Source: an optimization exercise on an open RTL-to-GDS flow (aim: small area). Production flows keep margins and buffers that such runs may drop. In this exercise RTL edits were held to simulation tests only and were not proved equivalent to the original. Power figures rest on the tool's default switching activity, not on a simulated workload.

File: flow/design.v
module cis_ecc (
    input  wire        clk,
    input  wire        rst_n,
    input  wire        wr_valid,
    input  wire [63:0] wr_data,
    input  wire        wr_poison,
    input  wire [15:0] wr_inj,
    output wire         wc_valid,
    output wire  [15:0] wc_check,
    input  wire        rd_valid,
    input  wire [63:0] rd_data,
    input  wire [15:0] rd_check,
    output reg          rr_valid,
    output wire  [63:0] rr_data,
    output wire         rr_ce,
    output wire         rr_ue,
    output wire  [4:0]  rr_sym
);
    wire we_0 = wr_data[22] ^ wr_data[38];
    wire we_1 = wr_data[23] ^ wr_data[39];
    wire we_2 = wr_data[14] ^ wr_data[54];
    wire we_3 = wr_data[48] ^ wr_data[52];
    wire we_4 = wr_data[15] ^ wr_data[55];
    wire we_5 = wr_data[21] ^ wr_data[53];
    wire we_6 = wr_data[18] ^ we_0;
    wire we_7 = wr_data[9] ^ wr_data[13];
    wire we_8 = wr_data[51] ^ we_4;
    wire we_9 = wr_data[16] ^ wr_data[20];
    wire we_10 = wr_data[17] ^ wr_data[47];
    wire we_11 = wr_data[6] ^ wr_data[50];
    wire we_12 = wr_data[49] ^ we_1;
    wire we_13 = wr_data[32] ^ we_3;
    wire we_14 = wr_data[37] ^ we_5;
    wire we_15 = wr_data[0] ^ wr_data[61];
    wire we_16 = wr_data[4] ^ we_13;
    wire we_17 = wr_data[34] ^ we_11;
    wire we_18 = wr_data[2] ^ we_6;
    wire we_19 = wr_data[62] ^ we_10;
    wire we_20 = wr_data[46] ^ we_2;
    wire we_21 = wr_data[11] ^ wr_data[63];
    wire we_22 = wr_data[12] ^ we_12;
    wire we_23 = we_9 ^ we_15;
    wire we_24 = wr_data[5] ^ wr_data[59];
    wire we_25 = wr_data[28] ^ wr_data[36];
    wire we_26 = wr_data[57] ^ we_7;
    wire we_27 = wr_data[27] ^ wr_data[43];
    wire we_28 = wr_data[45] ^ we_25;
    wire we_29 = wr_data[1] ^ we_19;
    wire we_30 = we_14 ^ we_26;
    wire we_31 = wr_data[3] ^ wr_data[35];
    wire we_32 = wr_data[10] ^ wr_data[58];
    wire we_33 = we_22 ^ we_24;
    wire we_34 = we_17 ^ we_18;
    wire we_35 = wr_data[33] ^ we_33;
    wire we_36 = we_20 ^ we_23;
    wire we_37 = wr_data[19] ^ wr_data[41];
    wire we_38 = wr_data[19] ^ wr_data[31];
    wire we_39 = wr_data[7] ^ we_29;
    wire we_40 = wr_data[27] ^ we_28;
    wire we_41 = wr_data[25] ^ wr_data[45];
    wire we_42 = wr_data[26] ^ wr_data[42];
    wire we_43 = wr_data[40] ^ we_4;
    wire we_44 = wr_data[24] ^ wr_data[60];
    wire we_45 = we_16 ^ we_32;
    wire we_46 = wr_data[56] ^ we_8;
    wire we_47 = wr_data[8] ^ wr_data[13];
    wire we_48 = we_21 ^ we_27;
    wire we_49 = wr_data[7] ^ we_31;
    wire we_50 = wr_data[4] ^ wr_data[26];
    wire we_51 = wr_data[37] ^ we_36;
    wire we_52 = wr_data[51] ^ wr_data[60];
    wire we_53 = we_41 ^ we_49;
    wire we_54 = wr_data[8] ^ we_44;
    wire we_55 = we_2 ^ we_37;
    wire we_56 = wr_data[28] ^ wr_data[44];
    wire we_57 = wr_data[54] ^ we_34;
    wire we_58 = wr_data[29] ^ we_21;
    wire we_59 = we_6 ^ we_45;
    wire we_60 = wr_data[35] ^ wr_data[38];
    wire we_61 = wr_data[17] ^ we_30;
    wire we_62 = we_14 ^ we_56;
    wire we_63 = wr_data[29] ^ we_39;
    wire we_64 = wr_data[40] ^ we_16;
    wire we_65 = wr_data[48] ^ we_27;
    wire we_66 = we_46 ^ we_58;
    wire we_67 = we_35 ^ we_62;
    wire we_68 = wr_data[50] ^ we_55;
    wire we_69 = wr_data[30] ^ we_18;
    wire we_70 = we_47 ^ we_57;
    wire we_71 = wr_data[53] ^ we_42;
    wire we_72 = wr_data[36] ^ we_5;
    wire we_73 = wr_data[58] ^ we_30;
    wire we_74 = wr_data[21] ^ we_63;
    wire we_75 = wr_data[12] ^ we_54;
    wire we_76 = wr_data[10] ^ we_65;
    wire we_77 = we_1 ^ we_48;
    wire we_78 = wr_data[5] ^ wr_data[49];
    wire we_79 = we_29 ^ we_67;
    wire we_80 = we_7 ^ we_71;
    wire we_81 = wr_data[41] ^ we_61;
    wire we_82 = wr_data[44] ^ we_64;
    wire we_83 = wr_data[62] ^ we_34;
    wire we_84 = we_10 ^ we_36;
    wire we_85 = wr_data[0] ^ wr_data[56];
    wire we_86 = we_9 ^ we_25;
    wire we_87 = we_85 ^ we_86;
    wire we_88 = we_75 ^ we_87;
    wire we_89 = we_88 ^ we_82;
    wire we_90 = wr_data[1] ^ wr_data[29];
    wire we_91 = wr_data[33] ^ wr_data[61];
    wire we_92 = we_78 ^ we_41;
    wire we_93 = we_90 ^ we_91;
    wire we_94 = we_92 ^ we_93;
    wire we_95 = we_94 ^ we_81;
    wire we_96 = wr_data[30] ^ we_32;
    wire we_97 = we_42 ^ we_20;
    wire we_98 = we_96 ^ we_97;
    wire we_99 = we_98 ^ we_83;
    wire we_100 = wr_data[47] ^ wr_data[59];
    wire we_101 = we_38 ^ we_100;
    wire we_102 = we_8 ^ we_49;
    wire we_103 = we_101 ^ we_77;
    wire we_104 = we_102 ^ we_103;
    wire we_105 = wr_data[4] ^ wr_data[24];
    wire we_106 = wr_data[42] ^ we_78;
    wire we_107 = we_3 ^ we_9;
    wire we_108 = we_37 ^ we_105;
    wire we_109 = we_106 ^ we_107;
    wire we_110 = we_108 ^ we_40;
    wire we_111 = we_109 ^ we_66;
    wire we_112 = we_110 ^ we_111;
    wire we_113 = we_70 ^ we_112;
    wire we_114 = wr_data[15] ^ wr_data[16];
    wire we_115 = wr_data[34] ^ we_3;
    wire we_116 = we_114 ^ we_20;
    wire we_117 = we_115 ^ we_77;
    wire we_118 = we_75 ^ we_53;
    wire we_119 = we_116 ^ we_69;
    wire we_120 = we_117 ^ we_118;
    wire we_121 = we_81 ^ we_119;
    wire we_122 = we_120 ^ we_121;
    wire we_123 = wr_data[25] ^ wr_data[36];
    wire we_124 = we_31 ^ we_38;
    wire we_125 = we_123 ^ we_12;
    wire we_126 = we_43 ^ we_124;
    wire we_127 = we_80 ^ we_125;
    wire we_128 = we_126 ^ we_84;
    wire we_129 = we_127 ^ we_59;
    wire we_130 = we_128 ^ we_129;
    wire we_131 = wr_data[11] ^ wr_data[18];
    wire we_132 = we_50 ^ we_131;
    wire we_133 = we_43 ^ we_132;
    wire we_134 = we_68 ^ we_76;
    wire we_135 = we_133 ^ we_134;
    wire we_136 = we_135 ^ we_79;
    wire we_137 = wr_data[0] ^ wr_data[16];
    wire we_138 = wr_data[23] ^ we_2;
    wire we_139 = we_60 ^ we_137;
    wire we_140 = we_72 ^ we_8;
    wire we_141 = we_17 ^ we_26;
    wire we_142 = we_138 ^ we_139;
    wire we_143 = we_76 ^ we_140;
    wire we_144 = we_141 ^ we_142;
    wire we_145 = we_39 ^ we_143;
    wire we_146 = we_144 ^ we_145;
    wire we_147 = wr_data[20] ^ wr_data[24];
    wire we_148 = wr_data[47] ^ we_147;
    wire we_149 = we_48 ^ we_148;
    wire we_150 = we_22 ^ we_149;
    wire we_151 = we_73 ^ we_150;
    wire we_152 = we_82 ^ we_83;
    wire we_153 = we_151 ^ we_152;
    wire we_154 = wr_data[63] ^ we_0;
    wire we_155 = we_47 ^ we_52;
    wire we_156 = we_72 ^ we_154;
    wire we_157 = we_155 ^ we_68;
    wire we_158 = we_53 ^ we_156;
    wire we_159 = we_45 ^ we_157;
    wire we_160 = we_158 ^ we_35;
    wire we_161 = we_159 ^ we_160;
    wire we_162 = wr_data[8] ^ wr_data[11];
    wire we_163 = wr_data[22] ^ wr_data[52];
    wire we_164 = we_162 ^ we_163;
    wire we_165 = we_17 ^ we_164;
    wire we_166 = we_80 ^ we_46;
    wire we_167 = we_165 ^ we_51;
    wire we_168 = we_166 ^ we_35;
    wire we_169 = we_167 ^ we_168;
    wire we_170 = wr_data[3] ^ wr_data[26];
    wire we_171 = wr_data[30] ^ wr_data[33];
    wire we_172 = wr_data[57] ^ wr_data[63];
    wire we_173 = we_1 ^ we_15;
    wire we_174 = we_38 ^ we_170;
    wire we_175 = we_171 ^ we_172;
    wire we_176 = we_13 ^ we_28;
    wire we_177 = we_173 ^ we_174;
    wire we_178 = we_175 ^ we_176;
    wire we_179 = we_177 ^ we_178;
    wire we_180 = we_179 ^ we_70;
    wire we_181 = we_74 ^ we_180;
    wire we_182 = wr_data[44] ^ wr_data[49];
    wire we_183 = wr_data[55] ^ we_11;
    wire we_184 = we_50 ^ we_52;
    wire we_185 = we_60 ^ we_182;
    wire we_186 = we_183 ^ we_184;
    wire we_187 = we_185 ^ we_40;
    wire we_188 = we_186 ^ we_73;
    wire we_189 = we_84 ^ we_187;
    wire we_190 = we_188 ^ we_189;
    wire we_191 = wr_data[39] ^ wr_data[50];
    wire we_192 = we_24 ^ we_44;
    wire we_193 = we_191 ^ we_8;
    wire we_194 = we_192 ^ we_40;
    wire we_195 = we_193 ^ we_51;
    wire we_196 = we_194 ^ we_59;
    wire we_197 = we_195 ^ we_74;
    wire we_198 = we_196 ^ we_197;
    wire we_199 = wr_data[6] ^ wr_data[19];
    wire we_200 = wr_data[25] ^ wr_data[32];
    wire we_201 = wr_data[46] ^ wr_data[60];
    wire we_202 = we_199 ^ we_200;
    wire we_203 = we_201 ^ we_23;
    wire we_204 = we_202 ^ we_203;
    wire we_205 = we_66 ^ we_69;
    wire we_206 = we_204 ^ we_205;
    wire we_207 = we_206 ^ we_79;
    wire [15:0] w_enc = {we_207, we_198, we_190, we_181, we_169, we_161, we_153, we_146, we_136, we_130, we_122, we_113, we_104, we_99, we_95, we_89};
    wire [15:0] w_chk = w_enc ^ wr_inj ^ {11'd0, wr_poison, 3'd0, wr_poison};
    assign wc_valid = wr_valid & rst_n;
    assign wc_check = w_chk;
    wire rs_0 = rd_data[22] ^ rd_data[38];
    wire rs_1 = rd_data[14] ^ rd_data[54];
    wire rs_2 = rd_data[23] ^ rd_data[39];
    wire rs_3 = rd_data[13] ^ rd_data[53];
    wire rs_4 = rd_data[15] ^ rd_data[55];
    wire rs_5 = rd_data[48] ^ rd_data[52];
    wire rs_6 = rd_data[18] ^ rs_0;
    wire rs_7 = rd_data[17] ^ rd_data[21];
    wire rs_8 = rd_data[50] ^ rs_1;
    wire rs_9 = rd_data[9] ^ rs_3;
    wire rs_10 = rd_data[16] ^ rd_data[20];
    wire rs_11 = rd_data[6] ^ rd_data[34];
    wire rs_12 = rd_data[47] ^ rs_2;
    wire rs_13 = rd_data[4] ^ rd_data[49];
    wire rs_14 = rd_data[0] ^ rd_data[36];
    wire rs_15 = rd_data[1] ^ rs_7;
    wire rs_16 = rd_data[51] ^ rs_4;
    wire rs_17 = rd_data[2] ^ rs_6;
    wire rs_18 = rd_data[32] ^ rs_5;
    wire rs_19 = rd_data[57] ^ rs_9;
    wire rs_20 = rd_data[12] ^ rd_data[37];
    wire rs_21 = rd_data[19] ^ rs_12;
    wire rs_22 = rd_data[61] ^ rs_10;
    wire rs_23 = rd_data[11] ^ rs_20;
    wire rs_24 = rd_data[63] ^ rs_17;
    wire rs_25 = rd_data[5] ^ rd_data[33];
    wire rs_26 = rd_data[27] ^ rd_data[43];
    wire rs_27 = rd_data[62] ^ rs_15;
    wire rs_28 = rd_data[46] ^ rs_22;
    wire rs_29 = rd_data[10] ^ rs_8;
    wire rs_30 = rd_data[59] ^ rs_25;
    wire rs_31 = rd_data[29] ^ rd_data[45];
    wire rs_32 = rd_data[58] ^ rs_13;
    wire rs_33 = rd_data[28] ^ rs_27;
    wire rs_34 = rd_data[7] ^ rd_data[35];
    wire rs_35 = rs_14 ^ rs_18;
    wire rs_36 = rd_data[3] ^ rs_21;
    wire rs_37 = rd_data[8] ^ rs_2;
    wire rs_38 = rd_data[25] ^ rd_data[41];
    wire rs_39 = rs_23 ^ rs_26;
    wire rs_40 = rd_data[44] ^ rd_data[60];
    wire rs_41 = rs_11 ^ rs_24;
    wire rs_42 = rd_data[26] ^ rs_28;
    wire rs_43 = rd_data[31] ^ rs_36;
    wire rs_44 = rd_data[50] ^ rs_41;
    wire rs_45 = rd_data[56] ^ rs_16;
    wire rs_46 = rs_35 ^ rs_43;
    wire rs_47 = rd_data[38] ^ rd_data[47];
    wire rs_48 = rd_data[3] ^ rs_38;
    wire rs_49 = rd_data[53] ^ rs_33;
    wire rs_50 = rd_data[13] ^ rs_31;
    wire rs_51 = rd_data[24] ^ rd_data[60];
    wire rs_52 = rd_data[45] ^ rs_34;
    wire rs_53 = rd_data[40] ^ rd_data[44];
    wire rs_54 = rs_30 ^ rs_45;
    wire rs_55 = rs_9 ^ rs_42;
    wire rs_56 = rs_23 ^ rs_54;
    wire rs_57 = rs_11 ^ rs_29;
    wire rs_58 = rs_18 ^ rs_32;
    wire rs_59 = rd_data[37] ^ rs_31;
    wire rs_60 = rd_data[54] ^ rs_50;
    wire rs_61 = rd_data[4] ^ rs_35;
    wire rs_62 = rd_data[24] ^ rs_44;
    wire rs_63 = rs_19 ^ rs_39;
    wire rs_64 = rd_data[28] ^ rs_10;
    wire rs_65 = rs_29 ^ rs_30;
    wire rs_66 = rs_48 ^ rs_52;
    wire rs_67 = rd_data[41] ^ rs_13;
    wire rs_68 = rd_data[8] ^ rs_64;
    wire rs_69 = rd_data[30] ^ rs_24;
    wire rs_70 = rd_data[21] ^ rs_58;
    wire rs_71 = rd_data[59] ^ rs_16;
    wire rs_72 = rd_data[49] ^ rs_56;
    wire rs_73 = rd_data[0] ^ rs_72;
    wire rs_74 = rd_data[5] ^ rd_data[27];
    wire rs_75 = rd_data[26] ^ rd_data[30];
    wire rs_76 = rs_14 ^ rs_47;
    wire rs_77 = rd_data[6] ^ rs_40;
    wire rs_78 = rd_data[7] ^ rs_33;
    wire rs_79 = rs_21 ^ rs_49;
    wire rs_80 = rd_data[42] ^ rs_55;
    wire rs_81 = rs_37 ^ rs_66;
    wire rs_82 = rs_19 ^ rs_76;
    wire rs_83 = rs_26 ^ rs_34;
    wire rs_84 = rd_data[19] ^ rd_data[36];
    wire rs_85 = rd_data[35] ^ rs_32;
    wire rs_86 = rd_check[0] ^ rd_data[12];
    wire rs_87 = rd_data[24] ^ rd_data[40];
    wire rs_88 = rd_data[56] ^ rs_40;
    wire rs_89 = rs_86 ^ rs_87;
    wire rs_90 = rs_88 ^ rs_89;
    wire rs_91 = rs_68 ^ rs_90;
    wire rs_92 = rs_61 ^ rs_91;
    wire rs_93 = rd_check[1] ^ rd_data[49];
    wire rs_94 = rd_data[61] ^ rs_25;
    wire rs_95 = rs_38 ^ rs_93;
    wire rs_96 = rs_59 ^ rs_15;
    wire rs_97 = rs_94 ^ rs_95;
    wire rs_98 = rs_19 ^ rs_96;
    wire rs_99 = rs_97 ^ rs_98;
    wire rs_100 = rd_check[2] ^ rd_data[42];
    wire rs_101 = rd_data[46] ^ rd_data[58];
    wire rs_102 = rd_data[62] ^ rs_75;
    wire rs_103 = rs_100 ^ rs_101;
    wire rs_104 = rs_102 ^ rs_103;
    wire rs_105 = rs_17 ^ rs_104;
    wire rs_106 = rs_57 ^ rs_105;
    wire rs_107 = rd_check[3] ^ rd_data[11];
    wire rs_108 = rd_data[63] ^ rs_107;
    wire rs_109 = rs_83 ^ rs_108;
    wire rs_110 = rs_71 ^ rs_109;
    wire rs_111 = rs_110 ^ rs_43;
    wire rs_112 = rd_data[11] ^ rd_data[42];
    wire rs_113 = rd_check[4] ^ rs_74;
    wire rs_114 = rs_84 ^ rs_5;
    wire rs_115 = rs_112 ^ rs_67;
    wire rs_116 = rs_113 ^ rs_114;
    wire rs_117 = rs_60 ^ rs_68;
    wire rs_118 = rs_45 ^ rs_115;
    wire rs_119 = rs_116 ^ rs_117;
    wire rs_120 = rs_118 ^ rs_119;
    wire rs_121 = rs_120 ^ rs_62;
    wire rs_122 = rd_data[15] ^ rd_data[16];
    wire rs_123 = rd_data[34] ^ rd_data[46];
    wire rs_124 = rd_check[5] ^ rs_51;
    wire rs_125 = rs_1 ^ rs_5;
    wire rs_126 = rs_7 ^ rs_122;
    wire rs_127 = rs_123 ^ rs_124;
    wire rs_128 = rs_125 ^ rs_126;
    wire rs_129 = rs_127 ^ rs_128;
    wire rs_130 = rs_63 ^ rs_81;
    wire rs_131 = rs_129 ^ rs_69;
    wire rs_132 = rs_130 ^ rs_131;
    wire rs_133 = rd_data[10] ^ rd_data[17];
    wire rs_134 = rd_data[25] ^ rd_data[40];
    wire rs_135 = rd_check[6] ^ rs_1;
    wire rs_136 = rs_4 ^ rs_133;
    wire rs_137 = rs_134 ^ rs_6;
    wire rs_138 = rs_135 ^ rs_136;
    wire rs_139 = rs_85 ^ rs_137;
    wire rs_140 = rs_138 ^ rs_139;
    wire rs_141 = rs_140 ^ rs_80;
    wire rs_142 = rs_46 ^ rs_141;
    wire rs_143 = rd_data[18] ^ rd_data[26];
    wire rs_144 = rd_data[48] ^ rd_check[7];
    wire rs_145 = rs_53 ^ rs_4;
    wire rs_146 = rs_143 ^ rs_144;
    wire rs_147 = rs_67 ^ rs_145;
    wire rs_148 = rs_146 ^ rs_39;
    wire rs_149 = rs_147 ^ rs_65;
    wire rs_150 = rs_148 ^ rs_149;
    wire rs_151 = rs_79 ^ rs_150;
    wire rs_152 = rd_data[16] ^ rd_data[23];
    wire rs_153 = rd_data[48] ^ rd_check[8];
    wire rs_154 = rs_152 ^ rs_153;
    wire rs_155 = rs_83 ^ rs_16;
    wire rs_156 = rs_154 ^ rs_27;
    wire rs_157 = rs_155 ^ rs_57;
    wire rs_158 = rs_82 ^ rs_156;
    wire rs_159 = rs_157 ^ rs_158;
    wire rs_160 = rd_data[20] ^ rd_data[62];
    wire rs_161 = rd_check[9] ^ rs_53;
    wire rs_162 = rs_160 ^ rs_12;
    wire rs_163 = rs_161 ^ rs_162;
    wire rs_164 = rs_63 ^ rs_70;
    wire rs_165 = rs_163 ^ rs_164;
    wire rs_166 = rs_165 ^ rs_62;
    wire rs_167 = rd_data[12] ^ rd_data[51];
    wire rs_168 = rd_data[60] ^ rd_data[63];
    wire rs_169 = rd_check[10] ^ rs_84;
    wire rs_170 = rs_0 ^ rs_3;
    wire rs_171 = rs_167 ^ rs_168;
    wire rs_172 = rs_169 ^ rs_170;
    wire rs_173 = rs_171 ^ rs_172;
    wire rs_174 = rs_65 ^ rs_70;
    wire rs_175 = rs_81 ^ rs_173;
    wire rs_176 = rs_174 ^ rs_175;
    wire rs_177 = rd_data[22] ^ rd_data[52];
    wire rs_178 = rd_check[11] ^ rs_11;
    wire rs_179 = rs_177 ^ rs_8;
    wire rs_180 = rs_37 ^ rs_178;
    wire rs_181 = rs_179 ^ rs_180;
    wire rs_182 = rs_181 ^ rs_80;
    wire rs_183 = rs_73 ^ rs_182;
    wire rs_184 = rd_data[8] ^ rd_data[33];
    wire rs_185 = rd_data[57] ^ rd_data[61];
    wire rs_186 = rd_check[12] ^ rs_75;
    wire rs_187 = rs_184 ^ rs_185;
    wire rs_188 = rs_186 ^ rs_187;
    wire rs_189 = rs_60 ^ rs_188;
    wire rs_190 = rs_189 ^ rs_78;
    wire rs_191 = rs_44 ^ rs_46;
    wire rs_192 = rs_190 ^ rs_191;
    wire rs_193 = rd_data[27] ^ rd_data[28];
    wire rs_194 = rd_data[37] ^ rd_data[45];
    wire rs_195 = rd_data[51] ^ rd_data[55];
    wire rs_196 = rd_check[13] ^ rs_7;
    wire rs_197 = rs_193 ^ rs_194;
    wire rs_198 = rs_195 ^ rs_77;
    wire rs_199 = rs_8 ^ rs_196;
    wire rs_200 = rs_197 ^ rs_85;
    wire rs_201 = rs_198 ^ rs_199;
    wire rs_202 = rs_82 ^ rs_42;
    wire rs_203 = rs_200 ^ rs_201;
    wire rs_204 = rs_202 ^ rs_203;
    wire rs_205 = rd_data[39] ^ rd_data[47];
    wire rs_206 = rd_data[58] ^ rd_check[14];
    wire rs_207 = rs_51 ^ rs_74;
    wire rs_208 = rs_205 ^ rs_206;
    wire rs_209 = rs_59 ^ rs_6;
    wire rs_210 = rs_207 ^ rs_208;
    wire rs_211 = rs_71 ^ rs_28;
    wire rs_212 = rs_29 ^ rs_209;
    wire rs_213 = rs_210 ^ rs_61;
    wire rs_214 = rs_211 ^ rs_212;
    wire rs_215 = rs_78 ^ rs_213;
    wire rs_216 = rs_214 ^ rs_215;
    wire rs_217 = rd_data[25] ^ rd_data[29];
    wire rs_218 = rd_data[32] ^ rd_check[15];
    wire rs_219 = rs_217 ^ rs_218;
    wire rs_220 = rs_77 ^ rs_219;
    wire rs_221 = rs_28 ^ rs_220;
    wire rs_222 = rs_221 ^ rs_69;
    wire rs_223 = rs_79 ^ rs_222;
    wire rs_224 = rs_73 ^ rs_223;
    wire [15:0] syn_in = {rs_224, rs_216, rs_204, rs_192, rs_183, rs_176, rs_166, rs_159, rs_151, rs_142, rs_132, rs_121, rs_111, rs_106, rs_99, rs_92};
    wire [3:0] a0 = syn_in[3:0], a1 = syn_in[7:4], a2 = syn_in[11:8], a3 = syn_in[15:12];
    wire a0i_0 = (a0 == 4'd0) | (a0 == 4'd1) | (a0 == 4'd2) | (a0 == 4'd4) | (a0 == 4'd5) | (a0 == 4'd6) | (a0 == 4'd8) | (a0 == 4'd11) | (a0 == 4'd14);
    wire a0i_1 = (a0 == 4'd3) | (a0 == 4'd5) | (a0 == 4'd6) | (a0 == 4'd7) | (a0 == 4'd8) | (a0 == 4'd9) | (a0 == 4'd12) | (a0 == 4'd14);
    wire a0i_2 = (a0 == 4'd3) | (a0 == 4'd4) | (a0 == 4'd6) | (a0 == 4'd7) | (a0 == 4'd8) | (a0 == 4'd10) | (a0 == 4'd11) | (a0 == 4'd13);
    wire a0i_3 = (a0 == 4'd2) | (a0 == 4'd3) | (a0 == 4'd4) | (a0 == 4'd5) | (a0 == 4'd8) | (a0 == 4'd10) | (a0 == 4'd12) | (a0 == 4'd15);
    wire [3:0] a0i = {a0i_3, a0i_2, a0i_1, a0i_0};
    wire q0_0 = a0i[0];
    wire q1_0 = a0i[1];
    wire q2_0 = a0i[2];
    wire q3_0 = a0i[3];
    wire q0_1 = a0i[3];
    wire q1_1 = a0i[0] ^ a0i[3];
    wire q2_1 = a0i[1];
    wire q3_1 = a0i[2];
    wire q0_2 = a0i[2];
    wire q1_2 = a0i[2] ^ a0i[3];
    wire q2_2 = a0i[0] ^ a0i[3];
    wire q3_2 = a0i[1];
    wire q0_3 = a0i[1];
    wire q1_3 = a0i[1] ^ a0i[2];
    wire q2_3 = a0i[2] ^ a0i[3];
    wire q3_3 = a0i[0] ^ a0i[3];
    wire ri1_0 = (q0_0 & a1[0]) ^ (q0_1 & a1[1]) ^ (q0_2 & a1[2]) ^ (q0_3 & a1[3]);
    wire ri1_1 = (q1_0 & a1[0]) ^ (q1_1 & a1[1]) ^ (q1_2 & a1[2]) ^ (q1_3 & a1[3]);
    wire ri1_2 = (q2_0 & a1[0]) ^ (q2_1 & a1[1]) ^ (q2_2 & a1[2]) ^ (q2_3 & a1[3]);
    wire ri1_3 = (q3_0 & a1[0]) ^ (q3_1 & a1[1]) ^ (q3_2 & a1[2]) ^ (q3_3 & a1[3]);
    wire ri2_0 = (q0_0 & a2[0]) ^ (q0_1 & a2[1]) ^ (q0_2 & a2[2]) ^ (q0_3 & a2[3]);
    wire ri2_1 = (q1_0 & a2[0]) ^ (q1_1 & a2[1]) ^ (q1_2 & a2[2]) ^ (q1_3 & a2[3]);
    wire ri2_2 = (q2_0 & a2[0]) ^ (q2_1 & a2[1]) ^ (q2_2 & a2[2]) ^ (q2_3 & a2[3]);
    wire ri2_3 = (q3_0 & a2[0]) ^ (q3_1 & a2[1]) ^ (q3_2 & a2[2]) ^ (q3_3 & a2[3]);
    wire ri3_0 = (q0_0 & a3[0]) ^ (q0_1 & a3[1]) ^ (q0_2 & a3[2]) ^ (q0_3 & a3[3]);
    wire ri3_1 = (q1_0 & a3[0]) ^ (q1_1 & a3[1]) ^ (q1_2 & a3[2]) ^ (q1_3 & a3[3]);
    wire ri3_2 = (q2_0 & a3[0]) ^ (q2_1 & a3[1]) ^ (q2_2 & a3[2]) ^ (q2_3 & a3[3]);
    wire ri3_3 = (q3_0 & a3[0]) ^ (q3_1 & a3[1]) ^ (q3_2 & a3[2]) ^ (q3_3 & a3[3]);
    reg [3:0] s0, r1, r2, r3;
    reg [63:0] r1_data;
    always @(posedge clk) begin
        if (!rst_n) rr_valid <= 1'b0;
        else        rr_valid <= rd_valid;
        r1_data <= rd_data;
        s0  <= a0;
        r1  <= {ri1_3, ri1_2, ri1_1, ri1_0};
        r2  <= {ri2_3, ri2_2, ri2_1, ri2_0};
        r3  <= {ri3_3, ri3_2, ri3_1, ri3_0};
    end
    wire nz0 = |s0;
    wire nz1 = |r1, nz2 = |r2, nz3 = |r3;
    wire m0 = nz0 & (r1 == 4'd4) & (r2 == 4'd9) & (r3 == 4'd15);
    wire m1 = nz0 & (r1 == 4'd13) & (r2 == 4'd6) & (r3 == 4'd6);
    wire m2 = nz0 & (r1 == 4'd3) & (r2 == 4'd12) & (r3 == 4'd1);
    wire m3 = nz0 & (r1 == 4'd10) & (r2 == 4'd14) & (r3 == 4'd8);
    wire m4 = nz0 & (r1 == 4'd7) & (r2 == 4'd9) & (r3 == 4'd14);
    wire m5 = nz0 & (r1 == 4'd5) & (r2 == 4'd10) & (r3 == 4'd14);
    wire m6 = nz0 & (r1 == 4'd3) & (r2 == 4'd2) & (r3 == 4'd4);
    wire m7 = nz0 & (r1 == 4'd9) & (r2 == 4'd0) & (r3 == 4'd15);
    wire m8 = nz0 & (r1 == 4'd4) & (r2 == 4'd6) & (r3 == 4'd13);
    wire m9 = nz0 & (r1 == 4'd5) & (r2 == 4'd5) & (r3 == 4'd7);
    wire m10 = nz0 & (r1 == 4'd12) & (r2 == 4'd2) & (r3 == 4'd0);
    wire m11 = nz0 & (r1 == 4'd8) & (r2 == 4'd2) & (r3 == 4'd10);
    wire m12 = nz0 & (r1 == 4'd15) & (r2 == 4'd7) & (r3 == 4'd5);
    wire m13 = nz0 & (r1 == 4'd7) & (r2 == 4'd14) & (r3 == 4'd5);
    wire m14 = nz0 & (r1 == 4'd1) & (r2 == 4'd8) & (r3 == 4'd8);
    wire m15 = nz0 & (r1 == 4'd2) & (r2 == 4'd4) & (r3 == 4'd14);
    wire m16 = nz0 & ~nz1 & ~nz2 & ~nz3;
    wire m17 = ~nz0 & nz1 & ~nz2 & ~nz3;
    wire m18 = ~nz0 & ~nz1 & nz2 & ~nz3;
    wire m19 = ~nz0 & ~nz1 & ~nz2 & nz3;
    wire [19:0] match = {m19, m18, m17, m16, m15, m14, m13, m12, m11, m10, m9, m8, m7, m6, m5, m4, m3, m2, m1, m0};
    wire ce = |match;
    wire ue = (nz0 | nz1 | nz2 | nz3) & ~ce;
    wire [4:0] sy;
    assign sy[0] = m1 | m3 | m5 | m7 | m9 | m11 | m13 | m15 | m17 | m19;
    assign sy[1] = m2 | m3 | m6 | m7 | m10 | m11 | m14 | m15 | m18 | m19;
    assign sy[2] = m4 | m5 | m6 | m7 | m12 | m13 | m14 | m15;
    assign sy[3] = m8 | m9 | m10 | m11 | m12 | m13 | m14 | m15;
    assign sy[4] = m16 | m17 | m18 | m19;
    wire [63:0] fix = {{4{m15}} & s0, {4{m14}} & s0, {4{m13}} & s0, {4{m12}} & s0, {4{m11}} & s0, {4{m10}} & s0, {4{m9}} & s0, {4{m8}} & s0, {4{m7}} & s0, {4{m6}} & s0, {4{m5}} & s0, {4{m4}} & s0, {4{m3}} & s0, {4{m2}} & s0, {4{m1}} & s0, {4{m0}} & s0};
    wire [63:0] cor = r1_data ^ fix;
    assign rr_data  = cor;
    assign rr_ce    = ce;
    assign rr_ue    = ue;
    assign rr_sym   = sy;
endmodule
File: flow/flow/run.sh
#!/bin/bash
# The standard layout with these changes:
#  - synthesis is the standard flow's own script (synth_recipe.tcl, run unchanged), except
#    that its ABC mapping step uses flow/area.abc, an area-oriented mapping;
#  - buf_1 cells as the port buffers (the default pick is a larger, slower
#    delay buffer);
#  - the clock tree is built from clkbuf_8 cells, without dummy loads.
set -euo pipefail
work=$PWD
{
  echo "# synth_recipe.tcl with its abc call pointed at flow/area.abc"
  echo "proc abc {args} {"
  echo "  set i [lsearch -exact \$args -script]"
  echo "  if {\$i >= 0} { lset args [expr {\$i + 1}] $work/flow/area.abc }"
  echo "  puts \"abc (own flow): \$args\""
  echo "  yosys abc {*}\$args"
  echo "}"
  cat "$work/synth_recipe.tcl"
} > "$work/own_synth.tcl"
cts="-sink_clustering_enable -repair_clock_nets -buf_list sky130_fd_sc_hd__clkbuf_8"
cts="$cts -root_buf sky130_fd_sc_hd__clkbuf_8 -dont_use_dummy_load"
cts="$cts -sink_clustering_size 28 -sink_clustering_max_diameter 80"
bash standard.sh "SYNTH_SCRIPT=$work/own_synth.tcl" \
  "BUFFER_PORTS_ARGS=-buffer_cell sky130_fd_sc_hd__buf_1" \
  "CTS_ARGS=$cts" finish > standard_flow.log 2>&1
File: flow/flow/area.abc
&get -n
&st
&syn3
&st
&dch -f
&nf -R 1000 -p -F 8 -A 4 -a
&st
&dch -f
&nf -R 1000 -p -F 8 -A 4 -a
&put
File: flow/standard.sh
#!/bin/bash
# synth_recipe.tcl (not shown) runs the flow's synth.tcl, then flattens the netlist and writes it again
# the make line also repeats each setting of config.mk as NAME=value (left out here)
make -C /OpenROAD-flow-scripts/flow DESIGN_CONFIG=/design/flow/config.mk WORK_HOME=/design/flow/orfs CLKGATE_MAP_FILE= SYNTH_SCRIPT=/design/flow/synth_recipe.tcl "${@:-finish}"
File: flow/config.mk
export PLATFORM = sky130hd
export DESIGN_NAME = cis_ecc
export DESIGN_NICKNAME = cis_ecc
export VERILOG_FILES = /design/flow/design.v
export SDC_FILE = /design/flow/constraint.sdc
export NUM_CORES = 4
export LEC_CHECK = 0
export CAP_MARGIN = 5
export CORE_MARGIN = 2
export CORE_UTILIZATION = 70
export GPL_TIMING_DRIVEN = 0
export SLEW_MARGIN = 5
File: flow/constraint.sdc
create_clock -name core_clock -period 5.5 [get_ports {clk}]
set_input_delay 1.1000 -clock core_clock [delete_from_list [all_inputs] [get_ports {clk}]]
set_output_delay 1.1000 -clock core_clock [all_outputs]
set_load 0.01 [all_outputs]
==> results of run 1 <==
-- placed cells by master (no fill, tap or decap), types with 8 or more instances in the layout --
| master | instances |
|---|---|
| sky130_fd_sc_hd__nand2_1 | 105 |
| sky130_fd_sc_hd__clkbuf_8 | 9 |
| sky130_fd_sc_hd__nor3_1 | 10 |
| sky130_fd_sc_hd__buf_1 | 253 |
| sky130_fd_sc_hd__xnor2_1 | 428 |
| sky130_fd_sc_hd__xor2_1 | 118 |
| sky130_fd_sc_hd__dfxtp_1 | 81 |
| sky130_fd_sc_hd__nand2b_1 | 14 |
| sky130_fd_sc_hd__nor2b_1 | 12 |
| sky130_fd_sc_hd__nand3_1 | 8 |
| sky130_fd_sc_hd__nor2_1 | 30 |
| sky130_fd_sc_hd__nor4_1 | 9 |
-- flip-flops by register name, indices dropped and copies added (netlist names) --
signal / count
r1: 4
r2: 4
rr_valid: 1
r1_data: 64
r3: 4
s0: 4
-- routing by layer --
metal | wire length (µm) | share of wire (%) | vias to the layer above
li1 | - | - | 3239
met1 | 8970 | 36 | 3254
met2 | 12300 | 49 | 478
met3 | 2310 | 9.2 | 127
met4 | 1590 | 6.3 | 0
met5 | 0 | 0 | -
-- power groups by stage --
stage	logic (mW)	registers, mW	clock network (mW)
CTS	4.80	0.950	0.344
floorplan	3.80	0.867	0
global placement	4.59	0.959	0
finish	4.88	0.961	0.346
detailed placement	4.73	0.963	0
global route	5.25	0.964	0.370
-- critical path: stages --
cell	delay (ns)
sky130_fd_sc_hd__buf_1	0.26
sky130_fd_sc_hd__xor2_1	0.34
sky130_fd_sc_hd__xnor2_1	0.17
sky130_fd_sc_hd__xnor2_1	0.48
sky130_fd_sc_hd__xnor2_1	0.21
sky130_fd_sc_hd__xnor2_1	0.48
sky130_fd_sc_hd__clkinv_1	0.21
sky130_fd_sc_hd__nand2_1	0.12
sky130_fd_sc_hd__nand2_1	0.07
sky130_fd_sc_hd__xor2_1	0.84
sky130_fd_sc_hd__xnor2_1	0.40
sky130_fd_sc_hd__nor2b_1	0.26
sky130_fd_sc_hd__xnor2_1	0.19
sky130_fd_sc_hd__xnor2_1	0.13
-- cells in the mapped netlist (2+ instances only) --
master                     number
sky130_fd_sc_hd__dfxtp_1       81
sky130_fd_sc_hd__nor4_1        12
sky130_fd_sc_hd__xnor2_1      428
sky130_fd_sc_hd__nand2_1      105
sky130_fd_sc_hd__nor2_1        30
sky130_fd_sc_hd__nand3b_1       3
sky130_fd_sc_hd__nand4_1        3
sky130_fd_sc_hd__nor3_1        10
sky130_fd_sc_hd__a21oi_1        6
sky130_fd_sc_hd__nand3_1        8
sky130_fd_sc_hd__nand2b_1      14
sky130_fd_sc_hd__clkinv_1       4
sky130_fd_sc_hd__nand4b_1       2
sky130_fd_sc_hd__mux2i_1        2
sky130_fd_sc_hd__xor2_1       118
sky130_fd_sc_hd__and2_0         3
sky130_fd_sc_hd__o21ai_0        4
sky130_fd_sc_hd__xnor3_1        2
sky130_fd_sc_hd__nor2b_1       12
sky130_fd_sc_hd__nor4bb_1       2
sky130_fd_sc_hd__or3_1          3
-- kinds of logic after synthesis --
| family | count (synthesis) |
|---|---|
| mux | 2 |
| flops | 81 |
| simple gates | 211 |
| compound gates | 17 |
| buf+inv | 4 |
| xor+xnor | 548 |
-- worst max path at each step --
stage	endpoint	from	cells past startpoint
floorplan	r2[1]	rd_data[54]	11
global placement	r2[1]	rd_data[54]	12
detailed placement	r2[1]	rd_data[52]	14
CTS	rr_ue	s0[2]	8
global route	r2[1]	rd_data[52]	14
finish	r2[1]	rd_data[52]	14
-- cell type report --
cell class / count / area (µm²)
Clock buffer: 9 / 124
Inverter: 4 / 15.0
Multi-Input combinational cell: 778 / 5960
Fill cell: 637 / 1550
Tap cell: 136 / 170
Timing Repair Buffer: 256 / 972
Sequential cell: 81 / 1620
==> impl_metrics.tcl, run 1 <==
set metrics [dict create \
    stdcell_count 1264 \
    drc 0 \
    detail_route.first_pass.iterations 5 \
    fp-row-count 37 \
    final_cell_area_excluding_filler_cells_um2 8870 \
    worstHoldPathCells 1 \
    antenna_found_initial 0 \
    initial_utilization_pct 72.7 \
    tritoncts "built" \
    synthesized_cell_area_um2 7570 \
    setup_viol 0 \
    run_status "timing/DRC/antenna clean" \
    gp_congestion 1.00 \
    switching_power_as_a_share_of_total_power_pct 50.3 \
    place.detailed.instances 1255 \
    post_drt_via_cell_ratio 5.62 \
    max_cap_violations 0 \
    instance_area_after_placement_um2 8740 \
    intPower_mw 3.08 \
    final.setup.tns_ns 0 \
    port_buffers 253 \
    post_synth_fa_ha_maj_area_fraction_pct 0 \
    ctsHoldBuffers 0 \
    ys_dominant_reg_cell "sky130_fd_sc_hd__dfxtp_1" \
    die-height_um 108 \
    hold_path.class "primary input to flop" \
    post_synth_xor_area_fraction_pct 63.8 \
    num-nets-final 1295 \
    hpwl_um 20900 \
    power.total_mw 6.19 \
    top_level_pins 254 \
    n_antenna_cell 0 \
    coreArea_um2 10400 \
    hold_start "rd_data[43]" \
    fin_ws_ns 0.490 \
    yosys.cell_types.count 32 \
    syn2layout_area_growth_pct 17.1 \
    layout-drive-gt1-share_pct 1.51 \
    fp.dieArea_um2 11700 \
    floorplan.die.width_um 108 \
    cts_inserted_buffers 9 \
    routed_wirelength_um 25100 \
    number_of_design_rule_violations_left_by_the_first_detailed_router_iteration 668 \
    cts.path.max_buffers 2 \
    syn_avg_cell_area_um2 8.77 \
    setup.worst_path.end_class "flop" \
    grt_usage_pct 42.8 \
    placement.setup.worst_slack_ns 0.366 \
    irDropWorstVdd_mv 1.51 \
    yosys.area_share.simple_pct 12.9 \
    fmaxAchievable_mhz 200 \
    post-route-period-util_pct 91.1 \
    timing_hold_violations_final 0 \
    tightest_slew_ns 1.15 \
    gr-usage-met3_pct 9.10 \
    power_leakage_nw 2.85 \
    routed-via-count 7098 \
    timing.final.max_slew_violations 0 \
    clockPowerShare_pct 5.6 \
    clock-root-buffer "sky130_fd_sc_hd__clkbuf_8" \
    hold-path-endpoint "r1_data[43]" \
    shortest_clock_period_the_worst_path_allows_after_layout_ns 5.01 \
    critical_path.startpoint_type "primary input" \
    path_clk_slew_ns 0.11 \
    ys_ff_latch 81 \
    synth_largest_area_cell "sky130_fd_sc_hd__xnor2_1" \
    power_frac_seq_pct 15.5 \
    ant_nets 0 \
    synth-edff-count 0 \
    postSynth.asyncResetShare_pct 0 \
    timing.slew.headroom_pct 22.6 \
    worstSetupPathType "primary input to flop" \
    crit_required_ns 5.76 \
    post_cts.resized_instances 0 \
    syn_inst 863 \
    h-tree-depth 3 \
    synth_compound_area_share_pct 1.40 \
    ys_top_cells_by_area "sky130_fd_sc_hd__xnor2_1, sky130_fd_sc_hd__dfxtp_1, sky130_fd_sc_hd__xor2_1" \
    dominant_combinational_cell_family_by_area_after_synthesis "XOR/XNOR gates" \
    yosys-mux-area-fraction_pct 0.264 \
    grt_setup_unrepaired "no" \
    worstPathMaxFanout 13 \
    use_met2_pct 75.2 \
    grt-ovfl-total 0 \
    cts.sinks 81 \
    pwr_density_cell_nw_per_um2 698 \
    synth_fp_nets 1028 \
    synth-seq-area-share_pct 21.4 \
    met1_usage_pct 47.4 \
    first_global_vias 7031 \
    critPathArrivalTime_ns 5.27 \
    route.detailed.wl_per_inst_um 19.9 \
    post_cts.repair.setup_buffers 0 \
    final_util_pct 85.1 \
    grt-busiest-layer "met2" \
    grt_first_pass_wirelength_um 37400 \
    total_switching_power_mw 3.11 \
    fin_worst_hold_slack_ns 0.879 \
    synth.yosys.warnings 1 \
    grt_max_degree 18 \
    share_comb_of_total_power_pct 78.9 \
    synth_top_cell_area_share_pct 49.5 \
]
==> inputs of run 2 (changes only) <==
==> flow/config.mk (replaced) <==
export PLATFORM = sky130hd
export DESIGN_NAME = cis_ecc
export DESIGN_NICKNAME = cis_ecc
export VERILOG_FILES = /design/flow/design.v
export SDC_FILE = /design/flow/constraint.sdc
export NUM_CORES = 4
export LEC_CHECK = 0
export CAP_MARGIN = 20
export CORE_MARGIN = 2
export CORE_UTILIZATION = 65
export SLEW_MARGIN = 20
==> run 2 against run 1 <==
Clock power about the same; final cell count increased by 1.3%; fmax increased by 9.8%; core utilization decreased by 6.6 points; via count increased by 0.92%; area after synthesis unchanged; critical path depth decreased by 1; flip-flop and latch count unchanged; first-iteration DRC count decreased by 7.8%; largest cell class unchanged.
==> impl_metrics.tcl, run 2 <==
set metrics [dict create \
    post_cts.resized_instances 0 \
    pwr_density_cell_nw_per_um2 698 \
    fp-row-count 39 \
    critical_path.startpoint_type "primary input" \
    hpwl_um 22000 \
    total_switching_power_mw 3.10 \
    h-tree-depth 3 \
    power_leakage_nw 2.90 \
    crit_required_ns 5.74 \
    fp.dieArea_um2 12500 \
    syn_avg_cell_area_um2 8.77 \
    cts.sinks 81 \
    intPower_mw 3.13 \
    clock-root-buffer "sky130_fd_sc_hd__clkbuf_8" \
    grt-ovfl-total 0 \
    ant_nets 0 \
    layout-drive-gt1-share_pct 2.02 \
    n_antenna_cell 0 \
    gp_congestion 1.06 \
    top_register "r1_data" \
    ys_ff_latch 81 \
    hold_start "rd_data[43]" \
    seqCellArea_um2 1620 \
    final_common_cell "sky130_fd_sc_hd__xnor2_1" \
    syn2layout_area_growth_pct 17.9 \
    post_drt_via_cell_ratio 5.60 \
    critical_path.endpoint "r3[1]" \
    ys_top_cells_by_area "sky130_fd_sc_hd__xnor2_1, sky130_fd_sc_hd__dfxtp_1, sky130_fd_sc_hd__xor2_1" \
    tightest_slew_ns 1.06 \
    initial_utilization_pct 66.6 \
    synth-edff-count 0 \
    grt_setup_unrepaired "no" \
    cts_inserted_buffers 9 \
    drc 0 \
    synth_largest_area_cell "sky130_fd_sc_hd__xnor2_1" \
    grt_max_degree 17 \
    number_of_flip_flops_in_the_largest_register 64 \
    syn_inst 863 \
    routed_wirelength_um 26100 \
    yosys.cell_types.count 32 \
    synth_most_common_cell "sky130_fd_sc_hd__xnor2_1" \
    worstPathMaxFanout 9 \
    post_cts.repair.setup_buffers 0 \
    synth_top_cell_area_share_pct 49.5 \
    worstSetupPathType "primary input to flop" \
    final_util_pct 78.5 \
    timing_hold_violations_final 0 \
    synth_fp_nets 1028 \
    port_buffers 253 \
    ys_dominant_reg_cell "sky130_fd_sc_hd__dfxtp_1" \
    first_global_vias 7219 \
    max_cap_violations 0 \
    synth.yosys.warnings 1 \
    cts.path.max_buffers 2 \
    launching_instance_or_port_of_the_critical_path "rd_data[14]" \
    postSynth.asyncResetShare_pct 0 \
    synthesized_cell_area_um2 7570 \
    share_comb_of_total_power_pct 80.4 \
    synth-seq-area-share_pct 21.4 \
    power.total_mw 6.23 \
    area_occupied_by_multi_input_gates_um2 5950 \
    run_status "timing/DRC/antenna clean" \
    timing.final.max_slew_violations 0 \
    final.setup.tns_ns 0 \
    irDropWorstVdd_mv 1.35 \
    routed-via-count 7163 \
    die-height_um 112 \
    path_clk_slew_ns 0.07 \
    critPathArrivalTime_ns 4.80 \
    top_level_pins 254 \
    number_of_design_rule_violations_left_by_the_first_detailed_router_iteration 616 \
    tritoncts "built" \
    fin_worst_hold_slack_ns 0.877 \
    power_frac_seq_pct 14.1 \
    post-route-period-util_pct 83.0 \
    grt_usage_pct 41.0 \
    nFillCells 825 \
    grt_first_pass_wirelength_um 39100 \
    num-nets-final 1304 \
    fmaxAchievable_mhz 219 \
    coreArea_um2 11400 \
    detail_route.first_pass.iterations 5 \
    ctsHoldBuffers 0 \
    timing.slew.headroom_pct 28.8 \
    antenna_found_initial 0 \
    hold_path.class "primary input to flop" \
    clockPowerShare_pct 5.5 \
    switching_power_as_a_share_of_total_power_pct 49.8 \
    route.detailed.wl_per_inst_um 20.4 \
    shortest_clock_period_the_worst_path_allows_after_layout_ns 4.56 \
    setup.worst_path.end_class "flop" \
    synth_common_cells "sky130_fd_sc_hd__xnor2_1, sky130_fd_sc_hd__xor2_1, sky130_fd_sc_hd__nand2_1" \
    setup_viol 0 \
    most-common-layout-cells "sky130_fd_sc_hd__xnor2_1, sky130_fd_sc_hd__buf_1, sky130_fd_sc_hd__xor2_1, sky130_fd_sc_hd__nand2_1, sky130_fd_sc_hd__dfxtp_1" \
    floorplan.die.width_um 112 \
]
==> run 2: cell counts after synthesis <==
Identical to the previous run, type by type.
==> run 2: routing by layer <==
| layer | share of wire, % | track usage, % | routed length (µm) |
|---|---|---|---|
| met1 | 37 | 48.1 | 9560 |
| met2 | 48 | 71.5 | 12600 |
| met3 | 9.3 | 8.06 | 2420 |
| met4 | 5.7 | 19.8 | 1480 |
| met5 | 0 | 0 | 0 |
==> run 2: through the flow <==
stage,cell area [µm²],setup slack [ns],cells
after global routing,8920,0.650,1280
after detailed placement,8800,0.740,1271
after CTS,8920,1.01,1280
final,8920,0.936,1280
after global placement,8800,0.846,1271
after floorplan,7570,1.44,863
==> run 2: logic make-up (layout without fill, tap and decap cells) <==
group,count (synthesis),after routing,synth area share [%]
xor+xnor,548,548,63.8
mux,2,2,0.264
flops,81,81,21.4
buf+inv,4,278,0.198
simple gates,211,211,12.9
compound gates,17,17,1.41
==> run 2: worst max-delay path: stages <==
cell and delay (ns):
sky130_fd_sc_hd__buf_1 0.14, sky130_fd_sc_hd__xnor2_1 0.37, sky130_fd_sc_hd__xor2_1 0.38, sky130_fd_sc_hd__xor2_1 0.37, sky130_fd_sc_hd__xor2_1 0.18, sky130_fd_sc_hd__xnor2_1 0.53
sky130_fd_sc_hd__or3_1 0.20, sky130_fd_sc_hd__o21ai_0 0.07, sky130_fd_sc_hd__a21oi_1 0.53, sky130_fd_sc_hd__xnor2_1 0.40, sky130_fd_sc_hd__nand2b_1 0.26, sky130_fd_sc_hd__xnor2_1 0.15
sky130_fd_sc_hd__xnor2_1 0.12
==> run 2: worst min-delay path by stage <==
stage | slack, ns | end | cells past startpoint
finish | 0.88 | r1_data[43] | 1
global route | 0.87 | r1_data[43] | 1
CTS | 0.87 | r1_data[43] | 1
detailed placement | 1.25 | r1_data[43] | 1
global placement | 1.25 | r1_data[31] | 1
floorplan | 1.13 | r1_data[0] | 0
==> run 2: power by group through the flow <==
| stage | combinational, mW | sequential (mW) | clock (mW) |
|---|---|---|---|
| 6_report | 5.01 | 0.877 | 0.343 |
| 5_1_grt | 5.38 | 0.879 | 0.370 |
| 4_1_cts | 4.94 | 0.870 | 0.340 |
| 3_5_place_dp | 4.91 | 0.882 | 0 |
| 3_3_place_gp | 4.82 | 0.883 | 0 |
| 2_1_floorplan | 3.80 | 0.867 | 0 |
==> run 2: final cells by class <==
class                           instances  share of cell area, %
Clock buffer                            9                   1.39
Timing Repair Buffer                  265                   11.7
Inverter                                4                  0.168
Multi-Input combinational cell        778                   66.6
Sequential cell                        81                   18.2
Tap cell                              143                   2.00
==> inputs of run 3 (changes only) <==
--- a/flow/flow/run.sh
+++ b/flow/flow/run.sh
@@ -17,8 +17,8 @@
   echo "}"
   cat "$work/synth_recipe.tcl"
 } > "$work/own_synth.tcl"
-cts="-sink_clustering_enable -repair_clock_nets -buf_list sky130_fd_sc_hd__clkbuf_8"
-cts="$cts -root_buf sky130_fd_sc_hd__clkbuf_8 -dont_use_dummy_load"
+cts="-sink_clustering_enable -repair_clock_nets -buf_list sky130_fd_sc_hd__clkbuf_4"
+cts="$cts -root_buf sky130_fd_sc_hd__clkbuf_16 -dont_use_dummy_load"
 cts="$cts -sink_clustering_size 28 -sink_clustering_max_diameter 80"
 bash standard.sh "SYNTH_SCRIPT=$work/own_synth.tcl" \
   "BUFFER_PORTS_ARGS=-buffer_cell sky130_fd_sc_hd__buf_1" \
--- a/flow/config.mk
+++ b/flow/config.mk
@@ -8,4 +8,5 @@
 export CAP_MARGIN = 20
 export CORE_MARGIN = 2
 export CORE_UTILIZATION = 65
+export GPL_TIMING_DRIVEN = 0
 export SLEW_MARGIN = 20
==> run 3 against run 2 <==
Worst hold slack improved by 0.039 ns; flip-flop and latch count did not move; core utilization rose by 0.54 points; routed wire length fell by 1.9%; power rose by 1.9%; highest routed layer is now met5; cell area rose by 0.69%; first-iteration DRC count fell by 18%; global-route usage fell by 1.1 points; clock power rose by 48%; critical path depth fell by 6; area after synthesis did not move.
==> impl_metrics.tcl, run 3 <==
set metrics [dict create \
    run_status "timing/DRC/antenna clean" \
    hold_path.class "primary input to flop" \
    dominant_combinational_cell_family_by_area_after_synthesis "XOR/XNOR gates" \
    antenna_found_initial 1 \
    final_common_cell "sky130_fd_sc_hd__xnor2_1" \
    most-common-layout-cells "sky130_fd_sc_hd__xnor2_1, sky130_fd_sc_hd__buf_1, sky130_fd_sc_hd__xor2_1, sky130_fd_sc_hd__nand2_1, sky130_fd_sc_hd__dfxtp_1" \
    tritoncts "built" \
    gp_congestion 0.988 \
    max_cap_violations 0 \
    ant_nets 0 \
    cts.path.max_buffers 2 \
    postSynth.asyncResetShare_pct 0 \
    nFillCells 782 \
    synth_most_common_cell "sky130_fd_sc_hd__xnor2_1" \
    synth_top_cell_area_share_pct 49.5 \
    setup.worst_path.end_class "primary output" \
    port_buffers 253 \
    drc 0 \
    routed_wirelength_um 25600 \
    coreArea_um2 11400 \
    synthesized_cell_area_um2 7570 \
    synth_compound_area_share_pct 1.40 \
    critical_path.startpoint_type "flop" \
    place.detailed.instances 1263 \
    grt-ovfl-total 0 \
    floorplan.die.width_um 112 \
    fp-row-count 39 \
    cts_inserted_buffers 9 \
    h-tree-depth 3 \
    ys_ff_latch 81 \
    fp.dieArea_um2 12500 \
    power_leakage_nw 2.91 \
    worstHoldPathCells 1 \
    top_level_pins 254 \
    stdcell_count 1272 \
    synth_fp_nets 1028 \
    yosys-mux-area-fraction_pct 0.264 \
    worstPathMaxFanout 17 \
    syn_inst 863 \
    grt_setup_unrepaired "no" \
    route.detailed.wl_per_inst_um 20.1 \
    num-nets-final 1296 \
    setup_viol 0 \
    grt_first_pass_wirelength_um 38100 \
    crit_required_ns 4.40 \
    syn2layout_area_growth_pct 18.7 \
    top_register "r1_data" \
    tightest_slew_ns 1.23 \
    n_antenna_cell 0 \
    pwr_density_cell_nw_per_um2 706 \
    synth-edff-count 0 \
    post_cts.repair.setup_buffers 0 \
    grt_usage_pct 39.8 \
    first_global_vias 6917 \
    post_drt_via_cell_ratio 5.56 \
    initial_utilization_pct 66.6 \
    grt_max_degree 18 \
    timing_hold_violations_final 0 \
    ctsHoldBuffers 0 \
    synth_largest_area_cell "sky130_fd_sc_hd__xnor2_1" \
    timing.final.max_slew_violations 0 \
    hpwl_um 21200 \
    path_clk_slew_ns 0.06 \
    clock-root-buffer "sky130_fd_sc_hd__clkbuf_16" \
    final.setup.tns_ns 0 \
    syn_avg_cell_area_um2 8.77 \
    yosys.cell_types.count 32 \
    post_synth_xor_area_fraction_pct 63.8 \
    detail_route.first_pass.iterations 5 \
    layout-drive-gt1-share_pct 1.68 \
    routed-via-count 7075 \
    post_synth_fa_ha_maj_area_fraction_pct 0 \
    shortest_clock_period_the_worst_path_allows_after_layout_ns 5.05 \
    fmaxAchievable_mhz 198 \
    synth-seq-area-share_pct 21.4 \
    ys_top_cells_by_area "sky130_fd_sc_hd__xnor2_1, sky130_fd_sc_hd__dfxtp_1, sky130_fd_sc_hd__xor2_1" \
    irDropWorstVdd_mv 1.09 \
    timing.slew.headroom_pct 17.3 \
    post-route-period-util_pct 91.8 \
    synth.yosys.warnings 1 \
    cts.sinks 81 \
    die-height_um 112 \
    synth_common_cells "sky130_fd_sc_hd__xnor2_1, sky130_fd_sc_hd__xor2_1, sky130_fd_sc_hd__nand2_1" \
    number_of_design_rule_violations_left_by_the_first_detailed_router_iteration 507 \
    critPathArrivalTime_ns 3.95 \
    number_of_flip_flops_in_the_largest_register 64 \
    worstSetupPathType "flop to primary output" \
    yosys.area_share.simple_pct 12.9 \
    ys_dominant_reg_cell "sky130_fd_sc_hd__dfxtp_1" \
    post_cts.resized_instances 0 \
]
run 3: cell types whose count changed in the layout (fill, tap and decap cells not counted):
cell / change
sky130_fd_sc_hd__clkbuf_16: +9
sky130_fd_sc_hd__nor4_1: -4
sky130_fd_sc_hd__buf_4: -10
sky130_fd_sc_hd__buf_2: +2
sky130_fd_sc_hd__clkbuf_8: -9
sky130_fd_sc_hd__nor4_2: +4
run 3: cell type report:
class                           count  area (µm²)  share of cell area [%]
Inverter                            4        15.0                   0.167
Tap cell                          143         179                    1.99
Timing Repair Buffer              257         975                    10.8
Sequential cell                    81        1620                    18.0
Multi-Input combinational cell    778        5970                    66.4
Clock buffer                        9         225                    2.51
run 3: cell families after synthesis:
kind of cell    Yosys count
flops                    81
compound gates           17
buf+inv                   4
simple gates            211
xor+xnor                548
mux                       2
run 3: metal layers:
layer  vias up  track usage [%]  share of wire, %
met5         -                0             0.051
met2       460             70.1                49
met3       114             9.20               9.5
met4         2             18.7               5.5
li1       3235                -                 -
met1      3264             45.7                36
run 3: through the flow:
step / cell area, µm² / total power [mW] / utilization (%) / hold WS (ns) / setup WS (ns)
3_5_place_dp: 8750 / 5.71 / 77.0 / 1.26 / 0.314
3_3_place_gp: 8700 / 5.59 / 76.5 / 1.25 / 0.398
4_1_cts: 8980 / 6.28 / 79.0 / 0.915 / 0.565
6_report: 8990 / 6.35 / 79.0 / 0.916 / 0.449
5_1_grt: 8990 / 6.74 / 79.0 / 0.921 / 0.218
2_1_floorplan: 7570 / 4.67 / - / 1.13 / 1.44
run 3: final timing paths:
kind / end / startpoint / slack (ns)
worst max-delay path: rr_data[53] / s0[1] / 0.45
worst min-delay path: r1_data[43] / rd_data[43] / 0.92
run 3: critical path, stage by stage, from the launching register on:
cell                      delay (ns)
sky130_fd_sc_hd__dfxtp_1        0.94
sky130_fd_sc_hd__or4_1          0.41
sky130_fd_sc_hd__nand3_1        0.30
sky130_fd_sc_hd__or3_1          0.51
sky130_fd_sc_hd__nor3_1         0.74
sky130_fd_sc_hd__nand2_1        0.17
sky130_fd_sc_hd__xnor2_1        0.33
sky130_fd_sc_hd__buf_1          0.19
run 3: power breakdown:
part | internal [mW] | switching, mW
Combinational | 2.17 | 2.70
Sequential | 0.758 | 0.210
Clock | 0.287 | 0.222
==> inputs of run 4 (changes only) <==
--- a/flow/flow/run.sh
+++ b/flow/flow/run.sh
@@ -17,9 +17,8 @@
   echo "}"
   cat "$work/synth_recipe.tcl"
 } > "$work/own_synth.tcl"
-cts="-sink_clustering_enable -repair_clock_nets -buf_list sky130_fd_sc_hd__clkbuf_4"
-cts="$cts -root_buf sky130_fd_sc_hd__clkbuf_16 -dont_use_dummy_load"
-cts="$cts -sink_clustering_size 28 -sink_clustering_max_diameter 80"
+cts="-repair_clock_nets -buf_list sky130_fd_sc_hd__clkbuf_8"
+cts="$cts -root_buf sky130_fd_sc_hd__clkbuf_8 -dont_use_dummy_load"
 bash standard.sh "SYNTH_SCRIPT=$work/own_synth.tcl" \
   "BUFFER_PORTS_ARGS=-buffer_cell sky130_fd_sc_hd__buf_1" \
   "CTS_ARGS=$cts" finish > standard_flow.log 2>&1
--- a/flow/config.mk
+++ b/flow/config.mk
@@ -5,8 +5,8 @@
 export SDC_FILE = /design/flow/constraint.sdc
 export NUM_CORES = 4
 export LEC_CHECK = 0
-export CAP_MARGIN = 20
+export CAP_MARGIN = 5
 export CORE_MARGIN = 2
 export CORE_UTILIZATION = 65
 export GPL_TIMING_DRIVEN = 0
-export SLEW_MARGIN = 20
+export SLEW_MARGIN = 5
==> run 4 against run 3 <==
Still clean; global-route usage grew 0.23 points; power shrank 2.6%; final cell count hardly changed; worst setup slack worse by 0.21 ns; via count fell by 0.45%; critical path depth is the same; fmax decreased by 4.0%; core utilization is 1.0 points lower; first-iteration DRC count rose by 5.7%; area after synthesis unchanged; routed wire length is 0.27% lower; critical endpoint is now rr_data[11]; largest cell class unchanged.
==> impl_metrics.tcl, run 4 <==
set metrics [dict create \
    synth_fp_nets 1028 \
    ctsHoldBuffers 0 \
    port_buffers 253 \
    synthesized_cell_area_um2 7570 \
    top_register "r1_data" \
    postSynth.asyncResetShare_pct 0 \
    gp_congestion 0.988 \
    routed_wirelength_um 25500 \
    synth-seq-area-share_pct 21.4 \
    cts.sinks 81 \
    instance_area_after_placement_um2 8750 \
    timing.critical_path.cells "or4_1 -> nand3_1 -> or3_1 -> nor4_1 -> nand2_1 -> xnor2_1 -> buf_1" \
    setup.worst_path.end_class "primary output" \
    tightest_slew_ns 1.38 \
    ys_ff_latch 81 \
    cts.path.max_buffers 2 \
    critical_path.startpoint_type "flop" \
    critPathMaxStageDelay_ns 1.13 \
    number_of_design_rule_violations_left_by_the_first_detailed_router_iteration 536 \
    worstSetupPathType "flop to primary output" \
    irDropWorstVdd_mv 1.29 \
    cts_inserted_buffers 9 \
    worstHoldPathCells 1 \
    timing.final.max_slew_violations 0 \
    ant_nets 0 \
    grt_usage_pct 40.1 \
    coreArea_um2 11400 \
    synth_common_cells "sky130_fd_sc_hd__xnor2_1, sky130_fd_sc_hd__xor2_1, sky130_fd_sc_hd__nand2_1" \
    power_frac_seq_pct 15.6 \
    timing.critical_path.slowest_stage_cell "sky130_fd_sc_hd__nor4_1" \
    grt_max_degree 18 \
    route.detailed.wl_per_inst_um 20.1 \
    drc 0 \
    fp-row-count 39 \
    switching_power_as_a_share_of_total_power_pct 50.2 \
    antenna_found_initial 0 \
    grt-ovfl-total 0 \
    h-tree-depth 3 \
    setup_viol 0 \
    layout-drive-gt1-share_pct 1.42 \
    run_status "timing/DRC/antenna clean" \
    max_cap_violations 0 \
    synth_largest_area_cell "sky130_fd_sc_hd__xnor2_1" \
    floorplan.die.width_um 112 \
    shortest_clock_period_the_worst_path_allows_after_layout_ns 5.26 \
    fmaxAchievable_mhz 190 \
    share_comb_of_total_power_pct 78.8 \
    clock-root-buffer "sky130_fd_sc_hd__clkbuf_8" \
    post_cts.resized_instances 0 \
    power.total_mw 6.18 \
    grt_first_pass_wirelength_um 38000 \
    ys_top_cells_by_area "sky130_fd_sc_hd__xnor2_1, sky130_fd_sc_hd__dfxtp_1, sky130_fd_sc_hd__xor2_1" \
    num-nets-final 1295 \
    fin_worst_hold_slack_ns 0.871 \
    first_global_vias 6894 \
    worstPathMaxFanout 17 \
    critPathArrivalTime_ns 4.16 \
    syn_avg_cell_area_um2 8.77 \
    most-common-layout-cells "sky130_fd_sc_hd__xnor2_1, sky130_fd_sc_hd__buf_1, sky130_fd_sc_hd__xor2_1, sky130_fd_sc_hd__nand2_1, sky130_fd_sc_hd__dfxtp_1" \
    routed-via-count 7043 \
    detail_route.first_pass.iterations 6 \
    yosys.cell_types.count 32 \
    initial_utilization_pct 66.6 \
    timing.slew.headroom_pct 6.85 \
    grt_setup_unrepaired "no" \
    synth.yosys.warnings 1 \
    intPower_mw 3.08 \
    top_level_pins 254 \
    number_of_flip_flops_in_the_largest_register 64 \
    fp.dieArea_um2 12500 \
    post_cts.repair.setup_buffers 0 \
    syn2layout_area_growth_pct 17.2 \
    power_leakage_nw 2.85 \
    tritoncts "built" \
    n_antenna_cell 0 \
    nFillCells 823 \
    timing_hold_violations_final 0 \
    synth-edff-count 0 \
    synth_most_common_cell "sky130_fd_sc_hd__xnor2_1" \
    hpwl_um 21300 \
    post_drt_via_cell_ratio 5.54 \
    synth_top_cell_area_share_pct 49.5 \
    ys_dominant_reg_cell "sky130_fd_sc_hd__dfxtp_1" \
    die-height_um 112 \
    total_switching_power_mw 3.10 \
    path_clk_slew_ns 0.09 \
    post-route-period-util_pct 95.7 \
    final.setup.tns_ns 0 \
    final_common_cell "sky130_fd_sc_hd__xnor2_1" \
    crit_required_ns 4.40 \
    final_cell_area_excluding_filler_cells_um2 8870 \
    clockPowerShare_pct 5.6 \
    hold_path.class "primary input to flop" \
    pwr_density_cell_nw_per_um2 697 \
    syn_inst 863 \
]
## run 4: cell counts after synthesis
No cell type changed its count.
## run 4: final cells by class
type | count | area, µm² | share of cell area, %
inverter | 4 | 15.0 | 0.169
timing repair buffer | 256 | 972 | 11.0
tap | 143 | 179 | 2.02
sequential | 81 | 1620 | 18.3
clock buffer | 9 | 124 | 1.40
multi-input combinational | 778 | 5960 | 67.2
## run 4: final timing paths
check	startpoint	end	slack (ns)
worst max-delay path	s0[0]	rr_data[11]	0.24
worst min-delay path	rd_data[43]	r1_data[43]	0.87
## run 4: critical path: cells and delay by family (launching register included)
kind                   cells  cell delay (ns)
flip-flops                 1             0.93
buffers and inverters      1             0.19
XOR/XNOR                   1             0.19
AND/OR/NAND/NOR            5             2.48
## run 4: logic make-up (layout without fill, tap and decap cells)
kind of cell              after synthesis  after routing  synth area share (%)
muxes                                   2              2                 0.264
and+or+nand+nor                       211            211                  12.9
xor gates and xnor gates              548            548                  63.8
AOI/OAI and AO/OA                      17             17                  1.41
DFF                                    81             81                  21.4
buffers and inverters                   4            269                 0.198
## run 4: layer usage
metal	up-vias	share of wire, %	global-route usage [%]
met5	-	0	0
met4	0	6.0	24.9
met3	114	8.9	7.73
met2	445	48	68.2
met1	3252	37	46.3
li1	3232	-	-
## run 4: metrics by stage
stage / setup slack [ns] / std cells / utilization, %
5_1_grt: 0.167 / 1271 / 78.0
6_report: 0.237 / 1271 / 78.0
4_1_cts: 0.342 / 1271 / 78.0
3_5_place_dp: 0.289 / 1262 / 76.9
2_1_floorplan: 1.44 / 863 / -
3_3_place_gp: 0.398 / 1259 / 76.5
## run 4: power groups by stage
stage                     registers, mW  logic (mW)  clock network [mW]
after floorplan                   0.867        3.80                   0
after global placement            0.962        4.63                   0
after detailed placement          0.965        4.76                   0
after CTS                         0.952        4.78               0.350
after global routing              0.965        5.20               0.375
final                             0.963        4.87               0.348

[afterwards: timing with drivers on the ports]
The flow's constraints put no driver on any port. The routed layouts listed below were extracted and timed again, unchanged, in two steps. Step 1 sets driving cells, clkbuf_16 on the clock port and buf_2 on the other inputs (assumed; they add their load-dependent delay and slew). Step 2 adds t to the input delays and takes it off the output delays; t is the mean of the earliest and latest rising clock arrival at the registers after step 1. Input paths then give back, and output paths get back, about the clock's delay inside the block. Slacks: no drivers / after step 1 / after step 2; pairs: no drivers / after step 1.
run | t, ns | setup WS [ns] | worst hold slack (ns) | worst setup path at the end | worst data-port slew with drivers (ns)
run 1 | 0.383 | 0.490 / 0.481 / 0.098 | 0.879 / 0.863 / 1.246 | input to register | 0.06
run 2 | 0.399 | 0.936 / 0.929 / 0.530 | 0.877 / 0.866 / 1.266 | input to register | 0.06
run 3 | 0.382 | 0.449 / 0.408 / 0.111 | 0.916 / 0.895 / 1.277 | input to register | 0.07
run 4 | 0.405 | 0.237 / 0.197 / 0.067 | 0.871 / 0.851 / 1.257 | input to register | 0.06
After both steps every run listed still meets setup and hold. For run 2, which loses most, drivers alone change the setup slack by -0.007 ns; drivers and shift together by -0.406 ns.
